Context: an optimization exercise on an open-source flow, tuned for small area, a short achievable clock period and few clock cycles. The choices shown serve that exercise and are no tape-out recipe.
Only simulation tests tie the RTL to the original design; equivalence was not proved.
No activity file was given, so power comes from the tool's default toggle rates.

==> flow/design.v <==
module ang_track (
    input  wire        clk,
    input  wire        rst,             
    input  wire        load,
    input  wire [63:0] load_angle,
    input  wire [63:0] load_speed,
    input  wire [47:0] load_t,
    input  wire [15:0] load_k,
    input  wire [15:0] cfg_ppr,
    input  wire [3:0]  cfg_kp,
    input  wire [3:0]  cfg_ks,
    input  wire        cmd_valid,
    output wire        cmd_ready,
    input  wire        cmd_epoch,       
    input  wire [47:0] cmd_t,
    output reg         res_valid,
    output wire [63:0] res_angle,
    output wire [31:0] res_speed
);
    reg [63:0] theta;
    reg [63:0] spd;
    reg [47:0] tt;
    reg [15:0] k;
    reg [15:0] bhi;         
    reg [63:0] pub;
    reg [15:0] ppr;
    reg [3:0]  kp;
    reg [3:0]  ks;
    reg [47:0] pitch;       
    reg [8:0]  zoh;         
    reg        zall;        
    reg        st_idle, st_pset, st_pdiv, st_sub, st_set, st_run;
    reg        t_mul;       
    reg        t_pred;      
    reg        t_diff;      
    reg        t_shift;     
    reg        t_upd;       
    reg        t_sks;       
    reg        t_cmp;       
    reg        p_div;       
    reg        p_add;       
    reg        th_done;     
    reg        p_done;      
    reg        ep;
    reg        rsel;        
    reg        gt;          
    reg [47:0] dt;          
    reg [79:0] acc;         
    reg [4:0]  mi;          
    reg        b_neg, b_m1, b_m2, b_m3, b_m4;   
    reg [65:0] s3;          
    reg [64:0] qd;          
    reg [47:0] rm;          
    reg [5:0]  dp;          
    reg [5:0]  dl;          
    reg [6:0]  c71;         
    reg        dv_fin;      
    reg [15:0] rs;          
    reg [47:0] qm;          
    reg [4:0]  sn;          
    reg        sd_busy;
    reg [3:0]  sc;          
    reg [14:0] qlo;         
    reg        brw_r;       
    wire fin = st_run && (th_done || t_cmp) && (p_done || p_add);
    assign cmd_ready = st_idle || (fin && !st_sub) || (t_pred && ep);
    assign res_angle = rsel ? (gt ? acc[79:16] : pub) : theta;
    assign res_speed = spd[47:16];
    wire ld_ok  = st_idle || st_pset || st_pdiv;
    wire accept = cmd_valid && cmd_ready && !load;
    wire [16:0] k1     = {1'b0, k} + 17'd1;
    wire        wrap   = !(k1 < {1'b0, ppr});
    wire [15:0] kn     = wrap ? 16'd0 : k1[15:0];
    wire [15:0] bn     = wrap ? bhi + 16'd1 : bhi;
    function [6:0] blen64(input [63:0] v);
        integer i;
        begin
            blen64 = 7'd0;
            for (i = 0; i < 64; i = i + 1)
                if (v[i]) blen64 = i + 1;
        end
    endfunction
    wire [6:0] p_len  = blen64({48'd0, ppr});
    wire       p_pow2 = ((ppr & (ppr - 16'd1)) == 16'd0);
    wire [6:0] bd_len = blen64({16'd0, dt});
    wire       dv_go  = (st_pdiv || st_run || (st_set && !ep)) && !dv_fin;
    wire [5:0] dp_cur = st_set ? 6'd63 : dp;
    reg        sk8;
    integer    zi;
    always @(*) begin
        sk8 = zall;
        for (zi = 0; zi < 9; zi = zi + 1)
            sk8 = sk8 | (zoh[zi] & (|(dt >> zi)));
    end
    wire [6:0] dpl    = {1'b0, dp} + {1'b0, dl};
    wire       skip   = st_set ? sk8 :
                        (dpl >= (st_pdiv ? 7'd57 : c71)) && (dp >= 6'd23);
    wire [51:0] dtx    = {3'd0, dt, 1'b0};
    function [3:0] field(input [51:0] v, input [4:0] j);
        integer i;
        begin
            field = 4'd0;
            for (i = 0; i < 17; i = i + 1)
                if (j == i) field = v[3*i +: 4];
        end
    endfunction
    wire [4:0]  fidx   = mi - 5'd1;
    wire [3:0]  fnext  = field(dtx, fidx);
    function [4:0] bdec(input [3:0] f);
        case (f)
            4'b0001, 4'b0010, 4'b1101, 4'b1110: bdec = 5'b00010;
            4'b0011, 4'b0100, 4'b1011, 4'b1100: bdec = 5'b00100;
            4'b0101, 4'b0110, 4'b1001, 4'b1010: bdec = 5'b01000;
            4'b0111, 4'b1000:                   bdec = 5'b10000;
            default:                            bdec = 5'b00000;
        endcase
    endfunction
    reg  [47:0] lead;
    reg  [3:0]  ftop;
    reg  [3:0]  fset;
    reg  [4:0]  mset;
    integer     li;
    always @(*) begin
        for (li = 0; li < 48; li = li + 1)
            lead[li] = dt[li] && (li == 47 ? 1'b1 : !(|(dt >> (li + 1))));
        ftop = 4'd0;
        fset = 4'd0;
        mset = 5'd0;
        for (li = 0; li < 48; li = li + 1) begin
            ftop = ftop | ({4{lead[li]}} & dtx[3*((li+1)/3) +: 4]);
            if (li >= 2) begin
                fset = fset | ({4{lead[li]}} & dtx[3*((li+1)/3 - 1) +: 4]);
                mset = mset | ({5{lead[li]}} & ((li + 1) / 3 - 1));
            end
        end
    end
    wire [2:0]  tval   = {1'b0, ftop[2], 1'b0} + {2'b00, ftop[1]} + {2'b00, ftop[0]};
    wire [3:0]  fsel   = st_set ? fset : fnext;
    wire [4:0]  fdec   = bdec(fsel);
    wire        fneg   = fsel[3] && !(fsel[2] && fsel[1] && fsel[0]);
    wire        mul1   = (dt[47:2] == 46'd0);    
    reg  op_diff, op_sub;
    wire op_add  = p_add;
    wire [14:0] kmask  = ~(15'h7FFF << ks);
    wire        brw    = (qlo < (spd[14:0] & kmask));
    wire [65:0] b_mag  = ({66{b_m1}} & {2'b00, spd}) | ({66{b_m2}} & {1'b0, spd, 1'b0}) |
                         ({66{b_m3}} & s3)           | ({66{b_m4}} & {spd, 2'b00});
    wire [79:0] b_term = {14'd0, b_mag} ^ {80{b_neg}};
    wire [63:0] meas   = {bhi, qm};
    wire        cin_hi = (op_add && !brw_r) || st_sub;
    wire [63:0] x_hi = ({64{t_mul}}            & acc[76:13]) |
                       ({64{st_set}}           & {15'd0, spd[63:15]}) |
                       ({64{t_pred}}           & acc[79:16]) |
                       ({64{t_upd}}            & ~acc[79:16]) |
                       ({64{op_diff}}          & ~meas) |
                       ({64{op_sub || op_add}} & qd[63:0]) |
                       ({64{st_sub}}           & {16'd0, dt});
    wire [15:0] x_lo = ({16{t_mul}} & {acc[12:0], 3'b000}) |
                       ({16{st_set}} & {spd[14:0], 1'b0});
    wire [63:0] y_hi = ({64{t_mul}}                      & b_term[79:16]) |
                       ({64{st_set}}                     & {16'd0, spd[63:16]}) |
                       ({64{t_pred || op_diff || t_upd}} & theta) |
                       ({64{op_sub}}                     & ~acc[79:16]) |
                       ({64{op_add}}                     & spd) |
                       ({64{st_sub}}                     & {16'hFFFF, ~tt});
    wire [15:0] y_lo = t_mul ? b_term[15:0] : st_set ? spd[15:0] : {16{cin_hi}};
    wire        cin  = (t_mul && b_neg) || cin_hi;
    wire [80:0] sum  = {1'b0, x_hi, x_lo} + {1'b0, y_hi, y_lo} + {80'd0, cin};
    wire [63:0] s_hi = sum[79:16];
    wire        cout = sum[80];
    reg         tl_r, jn_r;
    wire        d_tail = st_run && tl_r;
    wire        d_junc = st_run && jn_r;
    wire [5:0]  dp_nx  = dp_cur - (skip ? 6'd8 : 6'd2);
    wire [51:0] d_rr   = {2'b00, rm, d_tail ? 2'b00 : qd[63:62]};
    wire [51:0] d_n1   = ~{4'd0, dt};
    wire [51:0] d_n2   = ~{3'd0, dt, 1'b0};
    wire [51:0] d_t1   = d_rr + d_n1 + 52'd1;
    wire [51:0] d_t2   = d_rr + d_n2 + 52'd1;
    wire [51:0] d_cs   = d_rr ^ d_n1 ^ d_n2;
    wire [51:0] d_cc   = {(d_rr[50:0] & d_n1[50:0]) | (d_rr[50:0] & d_n2[50:0]) |
                          (d_n1[50:0] & d_n2[50:0]), 1'b0};
    wire [51:0] d_t3   = d_cs + d_cc + 52'd2;
    wire [1:0]  d_q    = !d_t3[51] ? 2'd3 : !d_t2[51] ? 2'd2 :
                         !d_t1[51] ? 2'd1 : 2'd0;
    wire [47:0] d_r2   = !d_t3[51] ? d_t3[47:0] : !d_t2[51] ? d_t2[47:0] :
                         !d_t1[51] ? d_t1[47:0] : d_rr[47:0];
    wire [16:0] s_sh1  = {rs, 1'b0};
    wire [17:0] s_df1  = {1'b0, s_sh1} - {2'b00, ppr};
    wire        s_f1   = !s_df1[17];
    wire [15:0] s_r1   = s_f1 ? s_df1[15:0] : s_sh1[15:0];
    wire [16:0] s_sh2  = {s_r1, 1'b0};
    wire [17:0] s_df2  = {1'b0, s_sh2} - {2'b00, ppr};
    wire        s_f2   = !s_df2[17];
    wire [15:0] s_r2   = s_f2 ? s_df2[15:0] : s_sh2[15:0];
    wire dvf_set = dv_go && !st_set && !skip && (dp == 6'd1);
    wire dvf_nx  = (dv_fin || dvf_set) && !st_sub;
    wire thd_nx  = (th_done || (t_upd && ks == 4'd0) ||
                    (t_sks && (sc == 4'd4 || sc == 4'd1)) || t_cmp) && !st_set;
    wire pdv_nx  = (p_div && !op_sub) || (st_set && !ep);
    wire tdf_nx  = (t_diff && !op_diff) || (t_pred && !ep);
    wire sdb_nx  = op_diff || st_pset || (sd_busy && sn != 5'd1);
    always @(posedge clk) begin
        op_diff <= tdf_nx && !sdb_nx && !rst;
        op_sub  <= pdv_nx && dvf_nx && thd_nx && !rst;
        if (sn != 5'd0) begin
            rs <= s_r2;
            qm <= {qm[45:0], s_f1, s_f2};
            sn <= sn - 5'd1;
            if (sn == 5'd1)
                sd_busy <= 1'b0;
        end
        if (dv_go) begin
            tl_r <= (dp_nx < {2'd0, ks});
            jn_r <= (dp_nx == {2'd0, ks});
            dp   <= dp_nx;
            if (skip) begin
                rm <= {rm[39:0], qd[63:56]};
                qd <= {qd[64], qd[55:0], 8'd0};
            end else begin
                rm <= d_r2;
                if (d_tail)
                    qlo <= {qlo[12:0], d_q};
                else if (d_junc) begin
                    qd  <= {qd[64], qd[62:0], d_q[1]};
                    qlo <= {qlo[13:0], d_q[0]};
                end else
                    qd <= {qd[64], qd[61:0], d_q};
                if (!st_set && dp == 6'd1)
                    dv_fin <= 1'b1;
            end
        end
        if (res_valid && rsel && gt)
            pub <= acc[79:16];
        res_valid <= 1'b0;
        if (st_sub) begin
            dt     <= s_hi[47:0];               
            if (!ep)
                tt <= dt;
            rm     <= 48'd0;
            qlo    <= 15'd0;
            dv_fin <= 1'b0;
            st_sub <= 1'b0;
            st_set <= 1'b1;
        end
        if (st_pset) begin
            c71     <= 7'd73 - p_len + {6'd0, p_pow2};
            dp      <= 6'd63;
            dl      <= bd_len[5:0];
            for (zi = 0; zi < 9; zi = zi + 1)
                zoh[zi] <= ({1'b0, p_len} - 8'd2 - {7'd0, p_pow2} == 8'd7 - zi);
            zall    <= ({1'b0, p_len} - 8'd2 - {7'd0, p_pow2} >= 8'd7) &&
                       ({1'b0, p_len} < 8'd2 + {7'd0, p_pow2} ? 1'b0 : 1'b1);
            rs      <= kn;
            sn      <= 5'd24;
            sd_busy <= 1'b1;
            rm      <= 48'd0;
            dv_fin  <= 1'b0;
            st_pset <= 1'b0;
            st_pdiv <= 1'b1;
        end
        if (st_pdiv && dv_fin) begin
            pitch   <= qd[47:0];
            st_pdiv <= 1'b0;
            st_idle <= 1'b1;
        end
        if (st_set) begin
            s3     <= sum[65:0];
            acc    <= (tval == 3'd1) ? {16'd0, spd} :
                      (tval == 3'd2) ? {15'd0, spd, 1'b0} :
                      (tval == 3'd3) ? {14'd0, sum[65:0]} :
                      (tval == 3'd4) ? {14'd0, spd, 2'b00} : 80'd0;
            mi     <= mset;
            b_neg  <= fneg;
            {b_m4, b_m3, b_m2, b_m1} <= fdec[4:1];
            if (mul1)
                t_pred <= 1'b1;
            else
                t_mul  <= 1'b1;
            th_done <= 1'b0;
            p_done  <= ep;
            dl      <= bd_len[5:0];
            if (ep)
                dv_fin <= 1'b1;
            else
                p_div  <= 1'b1;
            st_set <= 1'b0;
            st_run <= 1'b1;
        end
        if (t_mul) begin
            acc    <= sum[79:0];
            mi     <= fidx;
            b_neg  <= fneg;
            {b_m4, b_m3, b_m2, b_m1} <= fdec[4:1];
            if (mi == 5'd0) begin
                t_mul  <= 1'b0;
                t_pred <= 1'b1;
            end
        end
        if (t_pred) begin
            acc[79:16] <= s_hi;
            t_pred     <= 1'b0;
            if (ep)
                t_cmp  <= 1'b1;
            else begin
                theta  <= s_hi;
                t_diff <= 1'b1;
            end
        end
        if (op_diff) begin
            acc[79:16] <= s_hi;
            sc         <= kp;
            t_diff     <= 1'b0;
            if (kp == 4'd0)
                t_upd   <= 1'b1;
            else
                t_shift <= 1'b1;
            rs      <= kn;
            sn      <= 5'd24;
            sd_busy <= 1'b1;
        end
        if (t_shift) begin
            if (sc[3:2] != 2'd0) begin
                acc[79:16] <= {{4{acc[79]}}, acc[79:20]};
                sc         <= sc - 4'd4;
            end else begin
                acc[79:16] <= {acc[79], acc[79:17]};
                sc         <= sc - 4'd1;
            end
            if (sc == 4'd4 || sc == 4'd1) begin
                t_shift <= 1'b0;
                t_upd   <= 1'b1;
            end
        end
        if (t_upd) begin
            theta      <= s_hi;
            acc[79:16] <= spd;
            sc         <= ks;
            t_upd      <= 1'b0;
            if (ks == 4'd0)
                th_done <= 1'b1;
            else
                t_sks   <= 1'b1;
        end
        if (t_sks) begin
            if (sc[3:2] != 2'd0) begin
                acc[79:16] <= {{4{acc[79]}}, acc[79:20]};
                sc         <= sc - 4'd4;
            end else begin
                acc[79:16] <= {acc[79], acc[79:17]};
                sc         <= sc - 4'd1;
            end
            if (sc == 4'd4 || sc == 4'd1) begin
                t_sks   <= 1'b0;
                th_done <= 1'b1;
            end
        end
        if (t_cmp) begin
            gt      <= (acc[79:16] >= pub);
            t_cmp   <= 1'b0;
            th_done <= 1'b1;
        end
        if (op_sub) begin
            qd[63:0] <= s_hi;
            brw_r    <= brw;
            p_div    <= 1'b0;
            p_add    <= 1'b1;
        end
        if (op_add) begin
            spd    <= s_hi;
            p_add  <= 1'b0;
            p_done <= 1'b1;
        end
        if (fin) begin
            res_valid <= 1'b1;
            rsel      <= t_cmp;
            st_run    <= 1'b0;
            st_idle   <= !st_sub;
        end
        if (accept) begin
            ep      <= cmd_epoch;
            dt      <= cmd_t;
            qd      <= {1'b0, pitch, 16'd0};
            st_idle <= 1'b0;
            st_sub  <= 1'b1;
            if (!cmd_epoch) begin
                k   <= kn;
                bhi <= bn;
            end
        end
        if (load && ld_ok) begin
            theta   <= load_angle;
            pub     <= load_angle;
            spd     <= load_speed;
            tt      <= load_t;
            k       <= load_k;
            bhi     <= load_angle[63:48];
            ppr     <= cfg_ppr;
            kp      <= cfg_kp;
            ks      <= cfg_ks;
            dt      <= {32'd0, cfg_ppr};
            qd      <= {1'b0, 64'h0001_0000_0000_0000};
            st_idle <= 1'b0;
            st_pdiv <= 1'b0;
            st_pset <= 1'b1;
        end
        if (rst) begin
            st_idle   <= 1'b1;
            st_pset   <= 1'b0;
            st_pdiv   <= 1'b0;
            st_sub    <= 1'b0;
            st_set    <= 1'b0;
            st_run    <= 1'b0;
            t_mul     <= 1'b0;
            t_pred    <= 1'b0;
            t_diff    <= 1'b0;
            t_shift   <= 1'b0;
            t_upd     <= 1'b0;
            t_cmp     <= 1'b0;
            p_div     <= 1'b0;
            t_sks     <= 1'b0;
            p_add     <= 1'b0;
            res_valid <= 1'b0;
            sn        <= 5'd0;
            sd_busy   <= 1'b0;
        end
    end
endmodule
==> flow/run.sh <==
#!/bin/bash
# synth_recipe.tcl (not shown) runs the flow's synth.tcl, then flattens the netlist and writes it again
# the make line also repeats each setting of config.mk as NAME=value (left out here)
make -C /OpenROAD-flow-scripts/flow DESIGN_CONFIG=/design/flow/config.mk WORK_HOME=/design/flow/orfs CLKGATE_MAP_FILE= SYNTH_SCRIPT=/design/flow/synth_recipe.tcl finish
==> flow/config.mk <==
export PLATFORM = sky130hd
export DESIGN_NAME = ang_track
export DESIGN_NICKNAME = ang_track
export VERILOG_FILES = /design/flow/design.v
export SDC_FILE = /design/flow/constraint.sdc
export NUM_CORES = 4
export LEC_CHECK = 0
export ABC_AREA = 1
export CAP_MARGIN = 20
export CORE_MARGIN = 2
export CORE_UTILIZATION = 40
export SETUP_SLACK_MARGIN = 5
export SLEW_MARGIN = 20
==> flow/constraint.sdc <==
create_clock -name core_clock -period 10.0 [get_ports {clk}]
set_input_delay 2.0000 -clock core_clock [delete_from_list [all_inputs] [get_ports {clk}]]
set_output_delay 2.0000 -clock core_clock [all_outputs]
set_load 0.01 [all_outputs]
==> results of run 1 <==
layout make-up:
type,count,share of cell area
antenna,14,0.000422
clock buffer,125,0.0326
clock inverter,59,0.00788
inverter,977,0.0481
multi-input combinational,6599,0.500
sequential,805,0.269
tap,2189,0.0330
timing repair buffer,882,0.108
timing repair inverter,5,0.000468
sequential cells by signal (all words and copies together) (netlist names), 48 cells and up:
signal,count
pub,64
theta,64
qm,48
rm,48
s3,66
acc,80
dt,48
tt,48
spd,64
qd,64
pitch,48
per-stage QoR:
step | cell area [um2] | worst slack, ns | power, mW | std cells | util
global placement | 72100 | 2.18 | 17.9 | 11100 | 0.437
floorplan | 66300 | 5.00 | 13.8 | 8865 | -
detailed placement | 72100 | 2.18 | 18.0 | 11100 | 0.437
finish | 82900 | 4.78 | 26.1 | 11700 | 0.503
global route | 82900 | 4.67 | 27.4 | 11600 | 0.503
CTS | 80200 | 4.94 | 24.0 | 11500 | 0.486
where the power goes:
group	internal [mW]	switching, mW	total, mW
logic	6.51	10.3	16.8
clock network	2.23	1.69	3.91
registers	4.42	0.922	5.34
synthesized netlist by cell type, types with 25 or more instances:
cell / n / area [um2]
sky130_fd_sc_hd__o221ai_1: 169 / 1480
sky130_fd_sc_hd__xnor2_1: 119 / 1040
sky130_fd_sc_hd__a32oi_1: 25 / 219
sky130_fd_sc_hd__o22ai_1: 155 / 970
sky130_fd_sc_hd__buf_2: 27 / 135
sky130_fd_sc_hd__a31oi_1: 173 / 1080
sky130_fd_sc_hd__inv_1: 946 / 3550
sky130_fd_sc_hd__edfxtp_1: 613 / 18400
sky130_fd_sc_hd__a221oi_1: 76 / 666
sky130_fd_sc_hd__nor3_1: 81 / 405
sky130_fd_sc_hd__buf_1: 28 / 105
sky130_fd_sc_hd__o21ai_0: 946 / 4730
sky130_fd_sc_hd__buf_4: 32 / 240
sky130_fd_sc_hd__nor2_1: 709 / 2660
sky130_fd_sc_hd__dfxtp_1: 192 / 3840
sky130_fd_sc_hd__nand4_1: 52 / 325
sky130_fd_sc_hd__o2111ai_1: 89 / 780
sky130_fd_sc_hd__a21oi_1: 794 / 3970
sky130_fd_sc_hd__a221o_1: 48 / 480
sky130_fd_sc_hd__nand3_1: 211 / 1060
sky130_fd_sc_hd__a22oi_1: 26 / 195
sky130_fd_sc_hd__nand2_1: 1829 / 6870
sky130_fd_sc_hd__ha_1: 441 / 5520
sky130_fd_sc_hd__clkbuf_1: 395 / 1480
sky130_fd_sc_hd__xor2_1: 145 / 1270
sky130_fd_sc_hd__o211ai_1: 201 / 1510
sky130_fd_sc_hd__fa_1: 54 / 1080
timing repair:
action                                  in CTS  in global routing
endpoints found under the setup margin     517                338
pin swaps                                  151                172
gates resized for setup                    584                412
buffers inserted                           217                115
cloned                                      23                 10
hold buffers                                 0                  0
path summary, 6_finish.rpt:
path	start	end	slack, ns
setup / recovery	spd[32]$_DFFE_PP_	acc[72]$_DFFE_PP_	4.78
setup reg to reg	spd[32]$_DFFE_PP_	acc[72]$_DFFE_PP_	4.78
hold reg to reg	qm[39]$_DFFE_PP_	qm[41]$_DFFE_PP_	0.45
hold / removal	qm[39]$_DFFE_PP_	qm[41]$_DFFE_PP_	0.45
metal layers:
layer / vias up / GRT usage
met5: - / 0.00367
met4: 22 / 0.260
li1: 32500 / -
met3: 1394 / 0.157
met2: 5401 / 0.617
met1: 36100 / 0.532
logic make-up after synthesis:
kind of cell               count (synthesis)
adders and majority gates                495
xor gates and xnor gates                 265
AOI/OAI and AO/OA                       2887
buffers and inverters                   1462
DFF                                      805
muxes                                      1
and+or+nand+nor                         2950
critical path: stages, from the launching register on:
cell and delay [ns]:
sky130_fd_sc_hd__edfxtp_1 0.32, sky130_fd_sc_hd__buf_4 0.29, sky130_fd_sc_hd__clkinvlp_4 0.50, sky130_fd_sc_hd__o22ai_1 0.39, sky130_fd_sc_hd__a221oi_2 0.10, sky130_fd_sc_hd__o21ai_0 0.19
sky130_fd_sc_hd__o2111ai_1 0.18, sky130_fd_sc_hd__ha_2 0.40, sky130_fd_sc_hd__a21oi_1 0.14, sky130_fd_sc_hd__inv_1 0.07, sky130_fd_sc_hd__a31oi_1 0.26, sky130_fd_sc_hd__o21ai_0 0.15
sky130_fd_sc_hd__a21oi_1 0.20, sky130_fd_sc_hd__o21ai_1 0.11, sky130_fd_sc_hd__a21oi_2 0.11, sky130_fd_sc_hd__buf_4 0.16, sky130_fd_sc_hd__inv_1 0.05, sky130_fd_sc_hd__nand2_1 0.07
sky130_fd_sc_hd__nand2_2 0.11, sky130_fd_sc_hd__a31oi_4 0.20, sky130_fd_sc_hd__o21ai_2 0.10, sky130_fd_sc_hd__inv_1 0.11, sky130_fd_sc_hd__o21ai_2 0.07, sky130_fd_sc_hd__or2_2 0.30
sky130_fd_sc_hd__nand3_1 0.07, sky130_fd_sc_hd__o21ai_0 0.08, sky130_fd_sc_hd__nand2_1 0.09, sky130_fd_sc_hd__o21ai_0 0.09
==> Implementation_results.wiki, run 1 <==
{| class="wikitable"
! Metric !! Value
|-
| Result of the run || complete, no violations
|-
| Number of endpoints with negative hold slack in the final report || 0
|-
| Proportion of synthesized chip area in sequential cells || 0.336
|-
| Routability-driven placement congestion ratio || about 1.1
|-
| Global-route wire length before repair || approximately 520000 um
|-
| Pin count of the biggest net entering global routing || 123
|-
| Final-report max-slew violation count || 0
|-
| Met1 Routed Length || 141000 um
|-
| Post-synthesis simple-gate area fraction || 0.178
|-
| Number of antenna violations at the first check in global routing || 28
|-
| Required time reported for the critical path endpoint || ~10 ns
|-
| Overall global routing resource usage || 0.425
|-
| Worst setup EP type || flip-flop
|-
| Async set-or-reset flop fraction in the synthesized netlist || 0
|-
| Average instance area after synthesis || between 7 and 8 um2
|-
| Clock slew at the register clock pins of the worst setup and hold paths || roughly 0.07 ns
|-
| Maximum level of the CTS H-tree || 3
|-
| Transition time of the tightest slew-check pin || around 1.1 ns
|-
| Top-level I/O count || about 370
|-
| Wirelength per Cell || about 32 um
|-
| Dominant combinational cell family by area after synthesis || compound AO/OA/AOI/OAI gates
|-
| Clk Tree Root Cell || sky130_fd_sc_hd__clkbuf_16
|-
| Share of the cycle needed by the critical path after routing || 0.522
|-
| Insertion delay to the later sink of the worst-skew pair || 0.76 ns
|-
| Synth Flop Type || sky130_fd_sc_hd__edfxtp_1
|-
| Adder and majority gate portion of the synthesized area || 0.0996
|-
| Power density over cell area || approximately 310 mW/mm2
|-
| CP Max Fanout || 6
|-
| Max capacitance violation total || 0
|-
| WHS Path Cells || 0
|-
| Unrepaired setup endpoints after global routing || yes
|-
| Met2 layer wire length in the routed design || 154000 um
|-
| First-iteration detailed-routing DRC count || 11300
|-
| VDD IR-drop max || roughly 0.31 mV
|-
| Static Leakage || around 34 nW
|-
| Effective utilization at floorplan || 0.402
|-
| Number of enable-type register cells in the synthesized netlist || 613
|-
| Peak Freq || 192 MHz
|-
| Buffers from clock root to sink, at most || 3
|-
| Number of clock sinks seen by CTS || 805
|-
| Arrival time of data at the critical path endpoint || 5.70 ns
|-
| Depth of the most critical reg-to-reg path || 27
|-
| Residual DRC count || 0
|-
| Relative slew slack || 0.242
|-
| Critical path type || flip-flop to flip-flop
|-
| Leading cell type in the layout, fill and taps excluded || sky130_fd_sc_hd__nand2_1
|-
| Chip width || 411 um
|-
| Overall die height || about 410 um
|-
| Detail Route met3 WL || between 50000 and 60000 um
|-
| Tightest hold margin || 0.452 ns
|-
| Vias || 75400
|-
| Vias per std cell || around 6.5
|-
| Startpoint class of the critical path || flip-flop
|-
| Mux contribution to synthesized area || 0.000170
|-
| Share of the synthesized area in compound gates (AO/OA/AOI/OAI) || 0.265
|-
| Syn Std Cell Area || between 0.06 and 0.07 mm2
|-
| Setup Skew || roughly 0.036 ns
|-
| Wire length after detailed routing || 377000 um
|-
| Placeable core region || about 0.16 mm2
|-
| Clock tree from TritonCTS || built
|-
| Share of cells above drive strength 1 || 0.145
|-
| Count of unique library cells instantiated by Yosys || 76
|-
| Number of global-route vias before repair || a little over 70000
|-
| Grt total ovfl || 0
|-
| Number of buffers added on ports || roughly 370
|-
| Std-Cell Rows || between 100 and 150
|-
| Worst min path class || flip-flop to flip-flop
|-
| Layout-stage area growth over the synthesis result || 25.2%
|-
| Number of nets with antenna violations after detailed routing || 0
|-
| Uppermost layer routed || met5
|-
| Commonest cells after routing, fill and taps aside || 1735 x sky130_fd_sc_hd__nand2_1, 860 x sky130_fd_sc_hd__inv_1, 844 x sky130_fd_sc_hd__o21ai_0
|-
| Number of search-and-repair iterations in the first detailed-routing pass || 12
|-
| Register bit count reported by yosys || between 800 and 900
|-
| Area of combinational cells with multiple inputs || 0.0415 mm2
|-
| Setup violations, final || 0
|-
| Number of filler cells placed in the layout || 16200
|-
| Tmin final || ~5.2 ns
|-
| Setup total negative slack || 0 ns
|-
| Floorplan die area || approximately 0.17 mm2
|-
| DPL Wire Length || about 270000 um
|-
| Seq. cell area || 0.0223 mm2
|-
| Synth Area in XOR/XNOR || 0.0351
|-
| Clock buffer count from CTS || between 90 and 100
|-
| Synthesized Nets || 9629
|-
| Count of mapped cells out of synthesis || between 8000 and 9000
|-
| Warnings, synthesis || 1
|-
| Final layout net count || between 10000 and 15000
|}
Testbench counts, summed over its fixed seeds: cycles 95,836.
==> inputs of run 2 (changes only) <==
--- a/flow/config.mk
+++ b/flow/config.mk
@@ -6,8 +6,8 @@
 export NUM_CORES = 4
 export LEC_CHECK = 0
-export ABC_AREA = 1
 export CAP_MARGIN = 20
 export CORE_MARGIN = 2
 export CORE_UTILIZATION = 40
+export CTS_BUF_LIST = sky130_fd_sc_hd__clkbuf_8
 export SETUP_SLACK_MARGIN = 5
 export SLEW_MARGIN = 20
==> run 2 against run 1 <==
Highest routed layer unchanged. Synthesized cell count shrank 9.2%. Sequential share of layout area grew 1.2 points. Critical path depth decreased by 12.
==> Implementation_results.wiki, run 2 <==
{| class="wikitable"
! Metric !! Value
|-
| Result of the run || complete, no violations
|-
| Startpoint class of the critical path || flip-flop
|-
| Number of clock sinks seen by CTS || 805
|-
| Yosys top cell area share || 0.275
|-
| First-iteration detailed-routing DRC count || between 10000 and 15000
|-
| Pre-CTS WS || ~2.9 ns
|-
| Startpoint of the most critical register-to-register path || dt[13]$_DFFE_PP_
|-
| Placeable core region || between 0.15 and 0.2 mm2
|-
| Overall global routing resource usage || 0.376
|-
| Worst setup EP type || flip-flop
|-
| Beginning of the critical path || dt[13]$_DFFE_PP_
|-
| Proportion of synthesized chip area in sequential cells || 0.332
|-
| Number of endpoints with negative hold slack in the final report || 0
|-
| Total Power || around 21 mW
|-
| Static Leakage || around 31 nW
|-
| Layout-stage area growth over the synthesis result || 18.8%
|-
| Met1 track utilization from global routing || 0.510
|-
| Post-placement cell area || ~0.072 mm2
|-
| Clock tree from TritonCTS || built
|-
| Largest area contributor in the netlist || sky130_fd_sc_hd__edfxtp_1
|-
| Top-level I/O count || approximately 370
|-
| Vias || 71300
|-
| Commonest cells after routing, fill and taps aside || 1125 x sky130_fd_sc_hd__nand2_1, 680 x sky130_fd_sc_hd__o21ai_0, 644 x sky130_fd_sc_hd__a21oi_1
|-
| Arrival time of data at the critical path endpoint || between 5 and 6 ns
|-
| Pin count of the biggest net entering global routing || 154
|-
| Average instance area after synthesis || between 8 and 9 um2
|-
| Synthesized Nets || around 8800
|-
| Number of nets with antenna violations after detailed routing || 0
|-
| GR met3 Demand/Resource || 0.100
|-
| Buffers from clock root to sink, at most || 3
|-
| Global-route wire length before repair || 471000 um
|-
| Clock slew at the register clock pins of the worst setup and hold paths || about 0.070 ns
|-
| Combinational share of power || 0.592
|-
| Number of search-and-repair iterations in the first detailed-routing pass || 7
|-
| Async set-or-reset flop fraction in the synthesized netlist || 0
|-
| Clock buffer count from CTS || 150
|-
| Leading cell type in the layout, fill and taps excluded || sky130_fd_sc_hd__nand2_1
|-
| Final cell area excluding filler cells || 0.0795 mm2
|-
| Unrepaired setup endpoints after global routing || yes
|-
| Power density over cell area || 261 mW/mm2
|-
| Std-Cell Rows || 150
|-
| Final-report max-slew violation count || 0
|-
| Max reg flops || 80
|-
| Wire length after detailed routing || around 340000 um
|-
| Register bit count reported by yosys || 805
|-
| CP Max Fanout || 60
|-
| Grt total ovfl || 0
|-
| Share of cells above drive strength 1 || 0.123
|-
| Fraction of power consumed by the clock network || 0.159
|-
| Relative slew slack || 0.178
|-
| Chip width || roughly 410 um
|-
| Cell-by-cell trace of the critical path || buf_4 > nor4_4 > nand2_1 > nor3_2 > a22oi_1 > nor2_1 > a2111oi_1 > nand4_1 > ha_4 > buf_12 > nor3b_4 > buf_12 > buf_6 > a21oi_1 > o21ai_0
|-
| Reg with most FFs || acc
|-
| Share of the cycle needed by the critical path after routing || 0.511
|-
| Number of filler cells placed in the layout || about 16000
|-
| Max capacitance violation total || 0
|-
| Number of buffers added to fix hold violations after cts || 0
|-
| Worst Hold Launch || qm[36]$_DFFE_PP_
|-
| Wirelength per Cell || between 30 and 40 um
|-
| Number of global-route vias before repair || 66300
|-
| Net switching share of the total power || 0.481
|-
| Maximum level of the CTS H-tree || 4
|-
| Critical path type || flip-flop to flip-flop
|-
| Final layout net count || 9100
|-
| Slowest-stage cell, CP || sky130_fd_sc_hd__edfxtp_1
|-
| Setup violations, final || 0
|-
| Power dissipated by switching net loads || roughly 10 mW
|-
| Warnings, synthesis || 1
|-
| Final worst slack || a little under 5 ns
|-
| Count of unique library cells instantiated by Yosys || 98
|-
| Residual DRC count || 0
|-
| Cell internal pwr || around 11 mW
|-
| Number of buffers added on ports || between 300 and 400
|-
| Required time reported for the critical path endpoint || about 11 ns
|-
| Most used standard cell by instance count after synthesis || sky130_fd_sc_hd__nand2_1
|-
| Number of antenna violations at the first check in global routing || 13
|-
| Setup Skew || 0.0704 ns
|-
| Floorplan die area || between 0.15 and 0.2 mm2
|-
| Most common cell type on the critical path || sky130_fd_sc_hd__buf_12
|-
| Number of enable-type register cells in the synthesized netlist || 613
|-
| CP peak stage delay || about 0.54 ns
|-
| Worst min path class || flip-flop to flip-flop
|-
| Count of mapped cells out of synthesis || about 8000
|-
| Met2 routing resource usage after global routing || 0.552
|-
| Largest cells by area after synthesis || sky130_fd_sc_hd__edfxtp_1 27%, sky130_fd_sc_hd__ha_1 8.2%, sky130_fd_sc_hd__nand2_1 6.4%
|-
| Most Used Layer, Global Route || met2
|-
| Vias per std cell || about 6.7
|-
| Peak Freq || between 150 and 200 MHz
|-
| Largest registers in the final layout || acc x80, s3 x66
|-
| Insertion delay to the later sink of the worst-skew pair || 0.97 ns
|-
| Overall die height || 413 um
|-
| Tmin final || slightly above 5 ns
|-
| Top cells by instance count after synthesis || 1137 x sky130_fd_sc_hd__nand2_1, 722 x sky130_fd_sc_hd__o21ai_0, 671 x sky130_fd_sc_hd__a21oi_1
|-
| Transition time of the tightest slew-check pin || approximately 1.2 ns
|-
| Clk Tree Root Cell || sky130_fd_sc_hd__clkbuf_8
|-
| Relative contribution of sequential cells to total power || 0.249
|-
| Setup total negative slack || 0 ns
|-
| Syn Std Cell Area || 0.0670 mm2
|-
| Synth Flop Type || sky130_fd_sc_hd__edfxtp_1
|-
| Effective utilization at floorplan || 0.402
|-
| VDD IR-drop max || about 0.25 mV
|-
| Routability-driven placement congestion ratio || about 1.0
|-
| DPL Wire Length || 244000 um
|}
[run 2: changes by cell type in the layout (fill, tap and decap cells not counted), moves of 102 or more]
cell and delta:
sky130_fd_sc_hd__nand2_1 -610, sky130_fd_sc_hd__inv_1 -515, sky130_fd_sc_hd__o21ai_0 -164, sky130_fd_sc_hd__mux2i_1 +163
sky130_fd_sc_hd__clkbuf_8 +161, sky130_fd_sc_hd__nor2_1 -156, sky130_fd_sc_hd__o221ai_1 -135, sky130_fd_sc_hd__a21o_1 +131
sky130_fd_sc_hd__a22oi_1 +115, sky130_fd_sc_hd__clkbuf_16 -108, sky130_fd_sc_hd__o211ai_1 -108, sky130_fd_sc_hd__o22ai_1 -105
sky130_fd_sc_hd__a211oi_1 +102
[run 2: area by class of cell]
type / count / area (um2) / share of cell area
Inverter: 337 / 1400 / 0.0176
Tap cell: 2204 / 2760 / 0.0347
Multi-Input combinational cell: 6266 / 42700 / 0.537
Clock inverter: 107 / 631 / 0.00793
Sequential cell: 805 / 22300 / 0.280
Clock buffer: 164 / 2260 / 0.0284
Antenna cell: 10 / 25.0 / 0.000315
Timing Repair Buffer: 775 / 7420 / 0.0934
Timing Repair inverter: 1 / 8.76 / 0.000110
[run 2: power by group through the flow]
stage	clock network [mW]	logic [mW]	registers [mW]
final	3.29	12.3	5.17
after global routing	3.43	13.2	5.18
after CTS	3.30	11.4	5.11
after detailed placement	0	10.9	5.20
after global placement	0	10.8	5.20
after floorplan	0	7.91	4.71
[run 2: repair_timing]
action	in CTS	in global routing
endpoints found under the setup margin	504	272
pin swaps	43	80
resized for setup	258	245
setup buffers	116	114
gates cloned	6	4
[run 2: cell families (layout without fill, tap and decap cells)]
group                    count (synthesis)  in the layout  share of synthesized area
AO/OA/AOI/OAI                         2864           2865                      0.282
AND/OR/NAND/NOR                       2423           2425                      0.163
buffers and inverters                  979           1384                     0.0583
flip-flops                             805            805                      0.332
adder cells (fa/ha/maj)                495            495                     0.0986
XOR/XNOR                               313            313                     0.0409
multiplexers                           168            168                     0.0252
other                                    0             10                          0
[run 2: worst paths after layout]
path	endpoint	slack [ns]	cells past startpoint
worst max-delay path	acc[15]$_DFFE_PP_	4.89	15
worst min-delay path	qm[38]$_DFFE_PP_	0.46	0
worst max register to register	acc[15]$_DFFE_PP_	4.89	15
worst min register to register	qm[38]$_DFFE_PP_	0.46	0
[run 2: per-stage QoR]
step	hold WS, ns	instances	util
2_1_floorplan	0.418	8047	-
3_3_place_gp	0.437	10100	0.434
3_5_place_dp	0.439	10100	0.434
4_1_cts	0.454	10500	0.465
5_1_grt	0.460	10700	0.477
6_report	0.456	10700	0.477
[run 2: routing by layer]
metal	vias up	wire (um)	share of wire
li1	30600	-	-
met1	34500	135000	0.40
met2	5105	140000	0.42
met3	1004	42800	0.13
met4	8	19200	0.057
met5	-	142	0.00042
[run 2: worst max-delay path: cells and delay by family, from the launching register on]
kind	cells	cell delay (ns)
fa+ha+maj	1	0.33
simple gates	6	1.98
buf+inv	4	1.07
flops	1	0.54
compound gates	4	0.74
==> inputs of run 3 (changes only) <==
--- a/flow/config.mk
+++ b/flow/config.mk
@@ -9,5 +9,5 @@
 export CORE_MARGIN = 2
 export CORE_UTILIZATION = 40
-export CTS_BUF_LIST = sky130_fd_sc_hd__clkbuf_8
+export PLACE_DENSITY = 0.75
 export SETUP_SLACK_MARGIN = 5
 export SLEW_MARGIN = 20
==> run 3 against run 2 <==
Still clean on timing, DRC and antenna. Final cell count decreased by 0.62%. Cell area increased by 0.87%. Area after synthesis unchanged. Worst hold slack improved by 0.0042 ns. Clock-buffer cell count decreased by 52. Clock skew decreased by 0.035 ns. Register-to-register slack about the same. Largest cell class unchanged.
==> Implementation_results.wiki, run 3 <==
{| class="wikitable"
! Metric !! Value
|-
| Buffers from clock root to sink, at most || 3
|-
| Clock buffer count from CTS || 94
|-
| Family with the most delay on the worst path || compound AO/OA/AOI/OAI gates
|-
| Setup violations, final || 0
|-
| Slowest-stage cell, CP || sky130_fd_sc_hd__edfxtp_1
|-
| Grt total ovfl || 0
|-
| Average instance area after synthesis || between 8 and 9 um2
|-
| Critical path type || flip-flop to flip-flop
|-
| Vias per std cell || 6.84
|-
| Routability-driven placement congestion ratio || between 1 and 1.5
|-
| Reg with most FFs || acc
|-
| Number of clock sinks seen by CTS || roughly 800
|-
| Async set-or-reset flop fraction in the synthesized netlist || 0
|-
| Leading cell type in the layout, fill and taps excluded || sky130_fd_sc_hd__nand2_1
|-
| Setup slack on the worst flop-to-flop path || 4.90 ns
|-
| CP peak stage delay || roughly 0.68 ns
|-
| Clock tree from TritonCTS || built
|-
| Reg-to-reg critical path endpoint || acc[45]$_DFFE_PP_
|-
| First-iteration detailed-routing DRC count || 12000
|-
| Relative slew slack || 0.166
|-
| Top cells by instance count after synthesis || 1137 x sky130_fd_sc_hd__nand2_1, 722 x sky130_fd_sc_hd__o21ai_0, 671 x sky130_fd_sc_hd__a21oi_1
|-
| WHS Path Cells || 0
|-
| Number of buffers added on ports || 366
|-
| Std-Cell Rows || 150
|-
| Warnings, synthesis || 1
|-
| DPL Wire Length || 236000 um
|-
| Number of nets with antenna violations after detailed routing || 0
|-
| Number of antenna violations at the first check in global routing || 20
|-
| CP Max Fanout || 10
|-
| Global-route wire length before repair || around 460000 um
|-
| Clk Tree Root Cell || sky130_fd_sc_hd__clkbuf_16
|-
| Insertion delay to the later sink of the worst-skew pair || 0.76 ns
|-
| Pin count of the biggest net entering global routing || 97
|-
| Floorplan die area || 0.171 mm2
|-
| Overall global routing resource usage || 0.365
|-
| Synthesized Nets || approximately 8800
|-
| Startpoint class of the critical path || flip-flop
|-
| Largest area contributor in the netlist || sky130_fd_sc_hd__edfxtp_1
|-
| Setup Skew || ~0.035 ns
|-
| Final layout net count || around 9100
|-
| Max capacitance violation total || 0
|-
| Synth Flop Type || sky130_fd_sc_hd__edfxtp_1
|-
| Register bit count reported by yosys || ~800
|-
| Share of the cycle needed by the critical path after routing || 0.510
|-
| Number of enable-type register cells in the synthesized netlist || 613
|-
| Most common cell type on the critical path || sky130_fd_sc_hd__a221oi_1
|-
| Number of search-and-repair iterations in the first detailed-routing pass || 10
|-
| Required time reported for the critical path endpoint || 10.57 ns
|-
| Largest cells by area after synthesis || sky130_fd_sc_hd__edfxtp_1 27%, sky130_fd_sc_hd__ha_1 8.2%, sky130_fd_sc_hd__nand2_1 6.4%
|-
| VDD IR-drop max || between 0.2 and 0.3 mV
|-
| Yosys top cell area share || 0.275
|-
| Beginning of the critical path || spd[22]$_DFFE_PP_
|-
| Syn Std Cell Area || 0.0670 mm2
|-
| Worst setup EP type || flip-flop
|-
| Wirelength per Cell || around 31 um
|-
| Maximum level of the CTS H-tree || 3
|-
| Cell-by-cell trace of the critical path || a22o_1 > a221oi_1 > xor2_1 > o21ai_0 > ha_1 > nand4_1 > nor2_2 > nor4b_1 > a211o_1 > a21oi_4 > o21bai_1 > a21oi_2 > buf_4 > xnor2_4 > a221oi_1 > a311oi_1
|-
| Placeable core region || between 0.15 and 0.2 mm2
|-
| Count of mapped cells out of synthesis || a little over 8000
|-
| Most used standard cell by instance count after synthesis || sky130_fd_sc_hd__nand2_1
|-
| Unrepaired setup endpoints after global routing || yes
|-
| Result of the run || complete, no violations
|-
| Power density over cell area || 262 mW/mm2
|-
| Tightest hold margin || 0.460 ns
|-
| Sum of buffers and inverters on the critical path || 1
|-
| Peak Freq || around 200 MHz
|-
| Layout-stage area growth over the synthesis result || 19.8%
|-
| Arrival time of data at the critical path endpoint || approximately 5.7 ns
|-
| Largest registers in the final layout || acc x80, s3 x66
|-
| Max reg flops || 80
|-
| Startpoint of the most critical register-to-register path || spd[22]$_DFFE_PP_
|-
| Wire length after detailed routing || between 300000 and 400000 um
|-
| Number of global-route vias before repair || ~67000
|-
| Proportion of synthesized chip area in sequential cells || 0.332
|-
| Tmin final || 5.10 ns
|-
| Count of unique library cells instantiated by Yosys || 98
|-
| Share of cells above drive strength 1 || 0.124
|-
| Vias || about 73000
|-
| Top-level I/O count || roughly 370
|-
| Setup total negative slack || 0 ns
|-
| Effective utilization at floorplan || 0.402
|-
| Chip width || between 400 and 500 um
|-
| Overall die height || ~410 um
|-
| Clock slew at the register clock pins of the worst setup and hold paths || ~0.06 ns
|-
| Residual DRC count || 0
|-
| Worst min path class || flip-flop to flip-flop
|-
| Worst Hold Launch || qm[44]$_DFFE_PP_
|-
| Static Leakage || between 30 and 40 nW
|-
| Final-report max-slew violation count || 0
|-
| Commonest cells after routing, fill and taps aside || 1125 x sky130_fd_sc_hd__nand2_1, 684 x sky130_fd_sc_hd__o21ai_0, 644 x sky130_fd_sc_hd__a21oi_1
|-
| Depth of the most critical reg-to-reg path || 16
|-
| Number of buffers added to fix hold violations after cts || 0
|-
| Endpoint of the worst hold path || qm[46]$_DFFE_PP_
|-
| Transition time of the tightest slew-check pin || around 1.2 ns
|-
| Number of endpoints with negative hold slack in the final report || 0
|}
==> run 3: cell counts after synthesis <==
No cell type changed its count.
==> run 3: timing repair <==
item,4_1_cts,5_1_grt
resized for setup,268,287
pin swaps,42,89
endpoints found under the setup margin,478,314
buffers inserted,110,161
gates cloned,5,8
==> run 3: kinds of logic (layout without fill, tap and decap cells) <==
family	Yosys count	count (layout)	synth area share
compound gates	2864	2864	0.282
xor+xnor	313	313	0.0409
fa+ha+maj	495	495	0.0986
buf+inv	979	1315	0.0583
flops	805	805	0.332
mux	168	168	0.0252
other cells	0	14	0
simple gates	2423	2425	0.163
==> run 3: through the flow <==
stage	utilization	setup WS, ns	std cells	area [um2]	total power [mW]
after CTS	0.465	4.90	10400	77400	20.0
after global placement	0.433	3.18	10100	72100	15.8
after global routing	0.481	4.87	10600	80200	22.0
final	0.481	4.90	10600	80200	21.0
after floorplan	-	5.00	8047	67000	12.6
after detailed placement	0.433	3.06	10100	72100	15.9
==> run 3: area by class of cell <==
class,count,area (um2)
well taps,2204,2760
flip-flops and latches,805,22300
repair buffers,800,7720
inverters,337,1420
fillers,15600,86500
diodes,14,35.0
clock inverters,66,628
clock buffers,112,2430
multi-input cells,6265,42900
==> run 3: routing by layer <==
metal,routed length (um),track usage,part of all wire
met1,120000,0.464,0.36
met2,133000,0.524,0.40
met3,53400,0.146,0.16
met4,23600,0.201,0.071
met5,173,0.00198,0.00052
==> run 3: how the worst max path moves through the flow <==
stage,to,depth (start not counted)
4_1_cts,acc[78]$_DFFE_PP_,17
2_1_floorplan,rs[11]$_DFFE_PP_,24
3_3_place_gp,theta[60]$_DFFE_PP_,18
6_report,acc[45]$_DFFE_PP_,16
3_5_place_dp,spd[60]$_DFFE_PP_,18
5_1_grt,rs[9]$_DFFE_PP_,25
==> run 3: power by group <==
part           leakage (nW)  switching (mW)  total (mW)  internal (mW)
clock                  1.47            1.64        3.60           1.96
sequential             7.49           0.839        5.20           4.36
combinational          22.3            7.50        12.2           4.73
total                  31.2            9.98        21.0           11.1
==> inputs of run 4 (changes only) <==
--- a/flow/config.mk
+++ b/flow/config.mk
@@ -9,5 +9,4 @@
 export CORE_MARGIN = 2
 export CORE_UTILIZATION = 40
-export PLACE_DENSITY = 0.75
 export SETUP_SLACK_MARGIN = 5
 export SLEW_MARGIN = 20
==> run 4 against run 3 <==
Register-to-register slack improved by 0.07 ns. Power about the same. Clock power is 5% higher. Non-clock buffer count fell by 29. Clock-buffer cell count grew 14. Sequential cell count is the same. First-iteration DRC count shrank 13%. Worst setup slack gained 0.074 ns. Clock skew shrank 0.0058 ns. Largest cell class unchanged.
==> Implementation_results.wiki, run 4 <==
{| class="wikitable"
! Metric !! Value
|-
| Result of the run || complete, no violations
|-
| Number of endpoints with negative hold slack in the final report || 0
|-
| Placeable core region || 0.167 mm2
|-
| Startpoint class of the critical path || flip-flop
|-
| Average instance area after synthesis || about 8.3 um2
|-
| Max capacitance violation total || 0
|-
| Arrival time of data at the critical path endpoint || 5.51 ns
|-
| Floorplan die area || between 0.15 and 0.2 mm2
|-
| Pin count of the biggest net entering global routing || roughly 150
|-
| Clock tree from TritonCTS || built
|-
| Wirelength per Cell || around 32 um
|-
| Async set-or-reset flop fraction in the synthesized netlist || 0
|-
| First-iteration detailed-routing DRC count || between 10000 and 15000
|-
| Layout-stage area growth over the synthesis result || 19.2%
|-
| Seq. cell area || approximately 0.022 mm2
|-
| Number of global-route vias before repair || approximately 66000
|-
| Largest registers in the final layout || acc x80, s3 x66
|-
| Combinational share of power || 0.575
|-
| Routability-driven placement congestion ratio || 1.00
|-
| Top cells by instance count after synthesis || 1137 x sky130_fd_sc_hd__nand2_1, 722 x sky130_fd_sc_hd__o21ai_0, 671 x sky130_fd_sc_hd__a21oi_1
|-
| Core Util, Final || 0.479
|-
| Worst setup EP type || flip-flop
|-
| Overall die height || 413 um
|-
| DPL Wire Length || approximately 240000 um
|-
| VDD IR-drop max || between 0.2 and 0.3 mV
|-
| Count of mapped cells out of synthesis || about 8000
|-
| Largest cells by area after synthesis || sky130_fd_sc_hd__edfxtp_1 27%, sky130_fd_sc_hd__ha_1 8.2%, sky130_fd_sc_hd__nand2_1 6.4%
|-
| Relative slew slack || 0.167
|-
| Warnings, synthesis || 1
|-
| Clk Tree Root Cell || sky130_fd_sc_hd__clkbuf_16
|-
| Number of buffers added to fix hold violations after cts || 0
|-
| Setup violations, final || 0
|-
| Peak Freq || 199 MHz
|-
| Tmin final || roughly 5.0 ns
|-
| Critical path type || flip-flop to flip-flop
|-
| Slowest-stage cell, CP || sky130_fd_sc_hd__or4b_2
|-
| Synth Flop Type || sky130_fd_sc_hd__edfxtp_1
|-
| CP peak stage delay || 0.71 ns
|-
| CP Max Fanout || a little under 60
|-
| Number of filler cells placed in the layout || around 16000
|-
| Unrepaired setup endpoints after global routing || yes
|-
| Number of nets with antenna violations after detailed routing || 0
|-
| Vias || about 70000
|-
| Insertion delay to the later sink of the worst-skew pair || approximately 0.75 ns
|-
| Top-level I/O count || ~370
|-
| Global-route wire length before repair || 468000 um
|-
| Area of combinational cells with multiple inputs || 0.0428 mm2
|-
| Number of clock sinks seen by CTS || 805
|-
| Worst min path class || flip-flop to flip-flop
|-
| Number of search-and-repair iterations in the first detailed-routing pass || 9
|-
| Transition time of the tightest slew-check pin || between 1 and 1.5 ns
|-
| WHS Path Cells || 0
|-
| Largest area contributor in the netlist || sky130_fd_sc_hd__edfxtp_1
|-
| Share of the cycle needed by the critical path after routing || 0.503
|-
| Cell-by-cell trace of the critical path || buf_6 > a2bb2oi_1 > o2111ai_1 > ha_2 > nand2_1 > o21ai_2 > a21oi_1 > o21ai_1 > and2_1 > or4b_2 > o22ai_4 > o21ai_2 > xor2_1 > a222oi_1 > inv_1
|-
| Reg with most FFs || acc
|-
| Residual DRC count || 0
|-
| Number of buffers added on ports || 366
|-
| Leading cell type in the layout, fill and taps excluded || sky130_fd_sc_hd__nand2_1
|-
| Depth of the most critical reg-to-reg path || 15
|-
| Synthesized Nets || between 8000 and 9000
|-
| Clock slew at the register clock pins of the worst setup and hold paths || about 0.070 ns
|-
| Vias per std cell || approximately 6.7
|-
| Overall global routing resource usage || 0.372
|-
| Net switching share of the total power || 0.471
|-
| Cell internal pwr || roughly 11 mW
|-
| Setup total negative slack || 0 ns
|-
| Grt total ovfl || 0
|-
| Commonest cells after routing, fill and taps aside || 1123 x sky130_fd_sc_hd__nand2_1, 673 x sky130_fd_sc_hd__o21ai_0, 639 x sky130_fd_sc_hd__a21oi_1
|-
| Wire length after detailed routing || 333000 um
|-
| Setup Skew || 0.0296 ns
|-
| Required time reported for the critical path endpoint || around 10 ns
|-
| Power dissipated by switching net loads || 9.89 mW
|-
| Power density over cell area || between 200 and 300 mW/mm2
|-
| Number of antenna violations at the first check in global routing || 13
|-
| Final-report max-slew violation count || 0
|-
| Fraction of power consumed by the clock network || 0.179
|-
| Yosys top cell area share || 0.275
|-
| Clock buffer count from CTS || between 90 and 100
|-
| Count of unique library cells instantiated by Yosys || 98
|-
| Share of cells above drive strength 1 || 0.120
|-
| Effective utilization at floorplan || 0.402
|-
| Register bit count reported by yosys || ~800
|-
| Most common cell type on the critical path || sky130_fd_sc_hd__o21ai_2
|-
| Number of enable-type register cells in the synthesized netlist || a little over 600
|-
| Std-Cell Rows || 150
|-
| Most used standard cell by instance count after synthesis || sky130_fd_sc_hd__nand2_1
|-
| Final layout net count || approximately 9000
|-
| Chip width || around 410 um
|-
| Proportion of synthesized chip area in sequential cells || 0.332
|-
| Tightest hold margin || 0.452 ns
|-
| Static Leakage || ~31 nW
|-
| Maximum level of the CTS H-tree || 3
|-
| Buffers from clock root to sink, at most || 3
|-
| Syn Std Cell Area || approximately 0.067 mm2
|-
| Max reg flops || 80
|-
| Relative contribution of sequential cells to total power || 0.246
|}
[run 4: cell types whose count changed in the layout (fill, tap and decap cells not counted), moves of 9 or more]
cell                        previous run  this run
sky130_fd_sc_hd__o21ai_0             684       673
sky130_fd_sc_hd__a2bb2oi_2            26         8
sky130_fd_sc_hd__clkbuf_8              2        13
sky130_fd_sc_hd__o21ai_1              34        43
sky130_fd_sc_hd__a2bb2oi_1            28        45
sky130_fd_sc_hd__buf_4               361       348
sky130_fd_sc_hd__clkinv_1             18         4
sky130_fd_sc_hd__diode_2              14         2
[run 4: logic make-up after synthesis]
kind of cell	after synthesis	synth area share
adder cells (fa/ha/maj)	495	0.0986
flip-flops	805	0.332
XOR/XNOR	313	0.0409
multiplexers	168	0.0252
AND/OR/NAND/NOR	2423	0.163
buffers and inverters	979	0.0583
AO/OA/AOI/OAI	2864	0.282
[run 4: area by class of cell]
| class | instances | share of cell area |
|---|---|---|
| Inverter | 337 | 0.0175 |
| Clock inverter | 51 | 0.00787 |
| Tap cell | 2204 | 0.0345 |
| Multi-Input combinational cell | 6266 | 0.536 |
| Antenna cell | 2 | 0.0000627 |
| Sequential cell | 805 | 0.279 |
| Timing Repair Buffer | 771 | 0.0916 |
| Clock buffer | 126 | 0.0329 |
[run 4: worst max-delay path: cells and delay by family, from the launching register on]
kind                       cells  cell delay, ns
AOI/OAI and AO/OA              8            1.75
and+or+nand+nor                3            1.12
buffers and inverters          2            0.63
DFF                            1            0.62
adders and majority gates      1            0.38
xor gates and xnor gates       1            0.17
[run 4: repair_timing]
item	in CTS	in global routing
buffers inserted	113	114
resized for setup	259	252
gates cloned	3	5
pin swaps	41	80
setup endpoints to repair	504	275
[run 4: layer usage]
layer / global-route usage / wire, um / vias up
li1: - / - / 30500
met1: 0.508 / 133000 / 34300
met2: 0.549 / 139000 / 4948
met3: 0.0926 / 42600 / 879
met4: 0.173 / 18400 / 8
met5: 0.000283 / 57 / -
[run 4: power groups by stage]
stage | Clock, mW | Combinational (mW) | Sequential, mW
2_1_floorplan | 0 | 7.91 | 4.71
3_3_place_gp | 0 | 10.8 | 5.20
3_5_place_dp | 0 | 10.9 | 5.20
4_1_cts | 3.77 | 11.4 | 5.11
5_1_grt | 3.88 | 13.0 | 5.18
6_report | 3.77 | 12.1 | 5.17
[run 4: worst paths after layout]
check                                        from                 to  slack [ns]
worst max register to register  st_sub$_SDFF_PP0_  acc[78]$_DFFE_PP_        4.97
worst min-delay path             qm[39]$_DFFE_PP_   qm[41]$_DFFE_PP_        0.45
worst min register to register   qm[39]$_DFFE_PP_   qm[41]$_DFFE_PP_        0.45
worst max-delay path            st_sub$_SDFF_PP0_  acc[78]$_DFFE_PP_        4.97
[run 4: stage by stage]
stage | cells | power, mW | setup slack [ns] | area [um2]
3_3_place_gp | 10100 | 16.0 | 3.02 | 72300
5_1_grt | 10600 | 22.1 | 4.94 | 79800
3_5_place_dp | 10100 | 16.1 | 2.86 | 72300
4_1_cts | 10400 | 20.3 | 4.92 | 77700
6_report | 10600 | 21.0 | 4.97 | 79800
2_1_floorplan | 8047 | 12.6 | 5.00 | 67000
==> inputs of run 5 (changes only) <==
--- a/flow/design.v
+++ b/flow/design.v
@@ -39,5 +39,4 @@
     reg        t_cmp;       
     reg        p_div;       
-    reg        p_add;       
     reg        th_done;     
     reg        p_done;      
@@ -61,7 +60,6 @@
     reg        sd_busy;
     reg [3:0]  sc;          
-    reg [14:0] qlo;         
-    reg        brw_r;       
-    wire fin = st_run && (th_done || t_cmp) && (p_done || p_add);
+    reg        lt_r, eq_r;  
+    wire fin = st_run && (th_done || t_cmp) && (p_done || op_sub);
     assign cmd_ready = st_idle || (fin && !st_sub) || (t_pred && ep);
     assign res_angle = rsel ? (gt ? acc[79:16] : pub) : theta;
@@ -117,5 +115,5 @@
     endfunction
     reg  [47:0] lead;
-    reg  [3:0]  ftop;
+    reg         tv1, tv2, tv3, tv4;      
     reg  [3:0]  fset;
     reg  [4:0]  mset;
@@ -124,9 +122,18 @@
         for (li = 0; li < 48; li = li + 1)
             lead[li] = dt[li] && (li == 47 ? 1'b1 : !(|(dt >> (li + 1))));
-        ftop = 4'd0;
+        tv1 = 1'b0; tv2 = 1'b0; tv3 = 1'b0; tv4 = 1'b0;
         fset = 4'd0;
         mset = 5'd0;
         for (li = 0; li < 48; li = li + 1) begin
-            ftop = ftop | ({4{lead[li]}} & dtx[3*((li+1)/3) +: 4]);
+            if ((li + 1) % 3 == 0)
+                tv1 = tv1 | lead[li];
+            else if ((li + 1) % 3 == 1) begin
+                tv1 = tv1 | (lead[li] & !dtx[li]);
+                tv2 = tv2 | (lead[li] &  dtx[li]);
+            end else begin
+                tv2 = tv2 | (lead[li] & !dtx[li] & !dtx[li-1]);
+                tv3 = tv3 | (lead[li] & (dtx[li] ^ dtx[li-1]));
+                tv4 = tv4 | (lead[li] &  dtx[li] &  dtx[li-1]);
+            end
             if (li >= 2) begin
                 fset = fset | ({4{lead[li]}} & dtx[3*((li+1)/3 - 1) +: 4]);
@@ -135,5 +142,4 @@
         end
     end
-    wire [2:0]  tval   = {1'b0, ftop[2], 1'b0} + {2'b00, ftop[1]} + {2'b00, ftop[0]};
     wire [3:0]  fsel   = st_set ? fset : fnext;
     wire [4:0]  fdec   = bdec(fsel);
@@ -141,12 +147,12 @@
     wire        mul1   = (dt[47:2] == 46'd0);    
     reg  op_diff, op_sub;
-    wire op_add  = p_add;
-    wire [14:0] kmask  = ~(15'h7FFF << ks);
-    wire        brw    = (qlo < (spd[14:0] & kmask));
+    wire [63:0] c_x    = spd ^ qd[63:0] ^ ~acc[79:16];
+    wire [63:0] c_y    = {(spd[62:0] & qd[62:0]) | (spd[62:0] & ~acc[78:16]) |
+                          (qd[62:0] & ~acc[78:16]), 1'b0};
     wire [65:0] b_mag  = ({66{b_m1}} & {2'b00, spd}) | ({66{b_m2}} & {1'b0, spd, 1'b0}) |
                          ({66{b_m3}} & s3)           | ({66{b_m4}} & {spd, 2'b00});
     wire [79:0] b_term = {14'd0, b_mag} ^ {80{b_neg}};
     wire [63:0] meas   = {bhi, qm};
-    wire        cin_hi = (op_add && !brw_r) || st_sub;
+    wire        cin_hi = (op_sub && !lt_r) || st_sub;
     wire [63:0] x_hi = ({64{t_mul}}            & acc[76:13]) |
                        ({64{st_set}}           & {15'd0, spd[63:15]}) |
@@ -154,5 +160,5 @@
                        ({64{t_upd}}            & ~acc[79:16]) |
                        ({64{op_diff}}          & ~meas) |
-                       ({64{op_sub || op_add}} & qd[63:0]) |
+                       ({64{op_sub}}           & c_x) |
                        ({64{st_sub}}           & {16'd0, dt});
     wire [15:0] x_lo = ({16{t_mul}} & {acc[12:0], 3'b000}) |
@@ -161,6 +167,5 @@
                        ({64{st_set}}                     & {16'd0, spd[63:16]}) |
                        ({64{t_pred || op_diff || t_upd}} & theta) |
-                       ({64{op_sub}}                     & ~acc[79:16]) |
-                       ({64{op_add}}                     & spd) |
+                       ({64{op_sub}}                     & c_y) |
                        ({64{st_sub}}                     & {16'hFFFF, ~tt});
     wire [15:0] y_lo = t_mul ? b_term[15:0] : st_set ? spd[15:0] : {16{cin_hi}};
@@ -220,9 +225,11 @@
             end else begin
                 rm <= d_r2;
-                if (d_tail)
-                    qlo <= {qlo[12:0], d_q};
-                else if (d_junc) begin
+                if (d_tail) begin
+                    lt_r <= lt_r || (eq_r && (d_q < {spd[dp[3:0]], spd[dp[3:0] - 4'd1]}));
+                    eq_r <= eq_r && (d_q == {spd[dp[3:0]], spd[dp[3:0] - 4'd1]});
+                end else if (d_junc) begin
                     qd  <= {qd[64], qd[62:0], d_q[1]};
-                    qlo <= {qlo[13:0], d_q[0]};
+                    lt_r <= lt_r || (eq_r && !d_q[0] && spd[dp[3:0] - 4'd1]);
+                    eq_r <= eq_r && (d_q[0] == spd[dp[3:0] - 4'd1]);
                 end else
                     qd <= {qd[64], qd[61:0], d_q};
@@ -239,5 +246,6 @@
                 tt <= dt;
             rm     <= 48'd0;
-            qlo    <= 15'd0;
+            lt_r   <= 1'b0;
+            eq_r   <= 1'b1;
             dv_fin <= 1'b0;
             st_sub <= 1'b0;
@@ -267,8 +275,6 @@
         if (st_set) begin
             s3     <= sum[65:0];
-            acc    <= (tval == 3'd1) ? {16'd0, spd} :
-                      (tval == 3'd2) ? {15'd0, spd, 1'b0} :
-                      (tval == 3'd3) ? {14'd0, sum[65:0]} :
-                      (tval == 3'd4) ? {14'd0, spd, 2'b00} : 80'd0;
+            acc    <= ({80{tv1}} & {16'd0, spd}) | ({80{tv2}} & {15'd0, spd, 1'b0}) |
+                      ({80{tv3}} & {14'd0, sum[65:0]}) | ({80{tv4}} & {14'd0, spd, 2'b00});
             mi     <= mset;
             b_neg  <= fneg;
@@ -362,12 +368,6 @@
         end
         if (op_sub) begin
-            qd[63:0] <= s_hi;
-            brw_r    <= brw;
-            p_div    <= 1'b0;
-            p_add    <= 1'b1;
-        end
-        if (op_add) begin
             spd    <= s_hi;
-            p_add  <= 1'b0;
+            p_div  <= 1'b0;
             p_done <= 1'b1;
         end
@@ -420,5 +420,4 @@
             p_div     <= 1'b0;
             t_sks     <= 1'b0;
-            p_add     <= 1'b0;
             res_valid <= 1'b0;
             sn        <= 5'd0;
==> run 5 against run 4 <==
Global-route usage rose by 1.5 points. Area after synthesis rose by 1.0%. Via count rose by 1.5%. Largest cell class unchanged. Highest routed layer unchanged.
==> Implementation_results.wiki, run 5 <==
{| class="wikitable"
! Metric !! Value
|-
| Number of search-and-repair iterations in the first detailed-routing pass || 13
|-
| Average instance area after synthesis || approximately 8.4 um2
|-
| Number of nets with antenna violations after detailed routing || 0
|-
| Number of endpoints with negative hold slack in the final report || 0
|-
| Startpoint class of the critical path || flip-flop
|-
| Max reg flops || 80
|-
| Uppermost layer routed || met5
|-
| Top cells by instance count after synthesis || 1078 x sky130_fd_sc_hd__nand2_1, 642 x sky130_fd_sc_hd__a21oi_1, 612 x sky130_fd_sc_hd__edfxtp_1
|-
| Result of the run || complete, no violations
|-
| Met1 Routed Length || roughly 130000 um
|-
| Number of enable-type register cells in the synthesized netlist || a little over 600
|-
| Max capacitance violation total || 0
|-
| Residual DRC count || 0
|-
| Pin count of the biggest net entering global routing || around 130
|-
| Synthesized Nets || about 9000
|-
| Syn Std Cell Area || slightly below 0.07 mm2
|-
| Detail Route met3 WL || ~47000 um
|-
| Number of buffers added on ports || 366
|-
| Reg with most FFs || acc
|-
| Most used standard cell by instance count after synthesis || sky130_fd_sc_hd__nand2_1
|-
| Grt total ovfl || 0
|-
| Insertion delay to the later sink of the worst-skew pair || between 0.7 and 0.8 ns
|-
| Final layout net count || between 9000 and 10000
|-
| Clock buffer count from CTS || 97
|-
| Critical path type || flip-flop to flip-flop
|-
| Yosys top cell area share || 0.272
|-
| Async set-or-reset flop fraction in the synthesized netlist || 0
|-
| Core Util, Final || 0.490
|-
| Arrival time of data at the critical path endpoint || 5.73 ns
|-
| Worst Hold Launch || qm[18]$_DFFE_PP_
|-
| Wirelength per Cell || ~33 um
|-
| Unrepaired setup endpoints after global routing || yes
|-
| Relative slew slack || 0.0522
|-
| Std-Cell Rows || 150
|}
run 5: cell types whose count changed in the layout (fill, tap and decap cells not counted), moves of 63 or more:
cell / previous run / this run
sky130_fd_sc_hd__o21ai_0: 673 / 539
sky130_fd_sc_hd__a22oi_1: 138 / 31
sky130_fd_sc_hd__nor2_1: 511 / 590
sky130_fd_sc_hd__inv_1: 293 / 365
sky130_fd_sc_hd__fa_1: 52 / 115
run 5: repair_timing:
action | in CTS | in global routing
setup buffers | 153 | 164
gates resized for setup | 296 | 267
hold buffers | 0 | 0
setup endpoints to repair | 476 | 325
cloned | 6 | 7
pin swaps | 33 | 62
run 5: worst max-delay path: stages, from the launching register on:
cell and delay, ns:
sky130_fd_sc_hd__dfxtp_2 0.44, sky130_fd_sc_hd__bufinv_16 0.26, sky130_fd_sc_hd__buf_12 0.19, sky130_fd_sc_hd__o211ai_1 0.63
sky130_fd_sc_hd__ha_2 0.36, sky130_fd_sc_hd__buf_4 0.12, sky130_fd_sc_hd__a211oi_2 0.07, sky130_fd_sc_hd__o21ai_2 0.23
sky130_fd_sc_hd__a41oi_4 0.21, sky130_fd_sc_hd__nor3_4 0.31, sky130_fd_sc_hd__a21bo_2 0.23, sky130_fd_sc_hd__xor2_1 1.09
sky130_fd_sc_hd__nand2_1 0.32, sky130_fd_sc_hd__a31oi_1 0.48
run 5: worst max-delay path by stage:
stage	from	endpoint	slack [ns]	cells past startpoint
CTS	tl_r$_DFFE_PP_	lt_r$_SDFFE_PP0P_	4.86	22
detailed placement	dt[2]$_DFFE_PP_	lt_r$_SDFFE_PP0P_	2.99	18
global placement	dt[2]$_DFFE_PP_	lt_r$_SDFFE_PP0P_	3.03	18
global route	b_m4$_DFFE_PP_	theta[63]$_DFFE_PP_	4.85	20
floorplan	ppr[1]$_DFFE_PP_	rs[12]$_DFFE_PP_	5.04	24
finish	op_sub$_DFF_P_	dt[5]$_DFFE_PP_	4.76	13
run 5: through the flow:
stage | cells | hold slack, ns | instance area [um2]
5_1_grt | 10600 | 0.454 | 82100
3_3_place_gp | 10100 | 0.427 | 73000
2_1_floorplan | 8007 | 0.416 | 67700
3_5_place_dp | 10100 | 0.427 | 73000
4_1_cts | 10500 | 0.437 | 79200
6_report | 10600 | 0.441 | 82100
run 5: kinds of logic (layout without fill, tap and decap cells):
| logic type | count (synthesis) | in the layout | synth area share |
|---|---|---|---|
| simple gates | 2512 | 2512 | 0.168 |
| flops | 790 | 790 | 0.324 |
| other cells | 0 | 8 | 0 |
| xor+xnor | 320 | 320 | 0.0414 |
| compound gates | 2594 | 2597 | 0.258 |
| mux | 193 | 193 | 0.0306 |
| fa+ha+maj | 562 | 562 | 0.117 |
| buf+inv | 1036 | 1453 | 0.0608 |
run 5: power breakdown:
group	switching, mW	internal [mW]
combinational	7.91	5.09
sequential	0.795	4.27
clock	1.68	2.23
total	10.4	11.6
run 5: final cells by class:
type | instances | area, um2
Tap cell | 2204 | 2760
Multi-Input combinational cell | 6184 | 43800
Timing Repair Buffer | 851 | 8300
Clock buffer | 118 | 2590
Timing Repair inverter | 2 | 11.3
Inverter | 416 | 1760
Fill cell | 15900 | 85500
Clock inverter | 66 | 833
Sequential cell | 790 | 22000
Antenna cell | 8 | 20.0
run 5: layer usage:
metal / GRT usage / up-vias
met2: 0.574 / 5365
li1: - / 30400
met5: 0 / -
met3: 0.117 / 1217
met1: 0.491 / 34700
met4: 0.239 / 26
Testbench counts of run 5, summed over its fixed seeds: cycles 93,561.

Re-timed with assumed drivers on the ports (clkbuf_16 on the clock, buf_2 on other inputs), run 5 has 4.761 ns of setup slack against 4.761 ns with ideal ports, and 4.343 ns once port delays also move by the mid clock arrival of 0.827 ns.
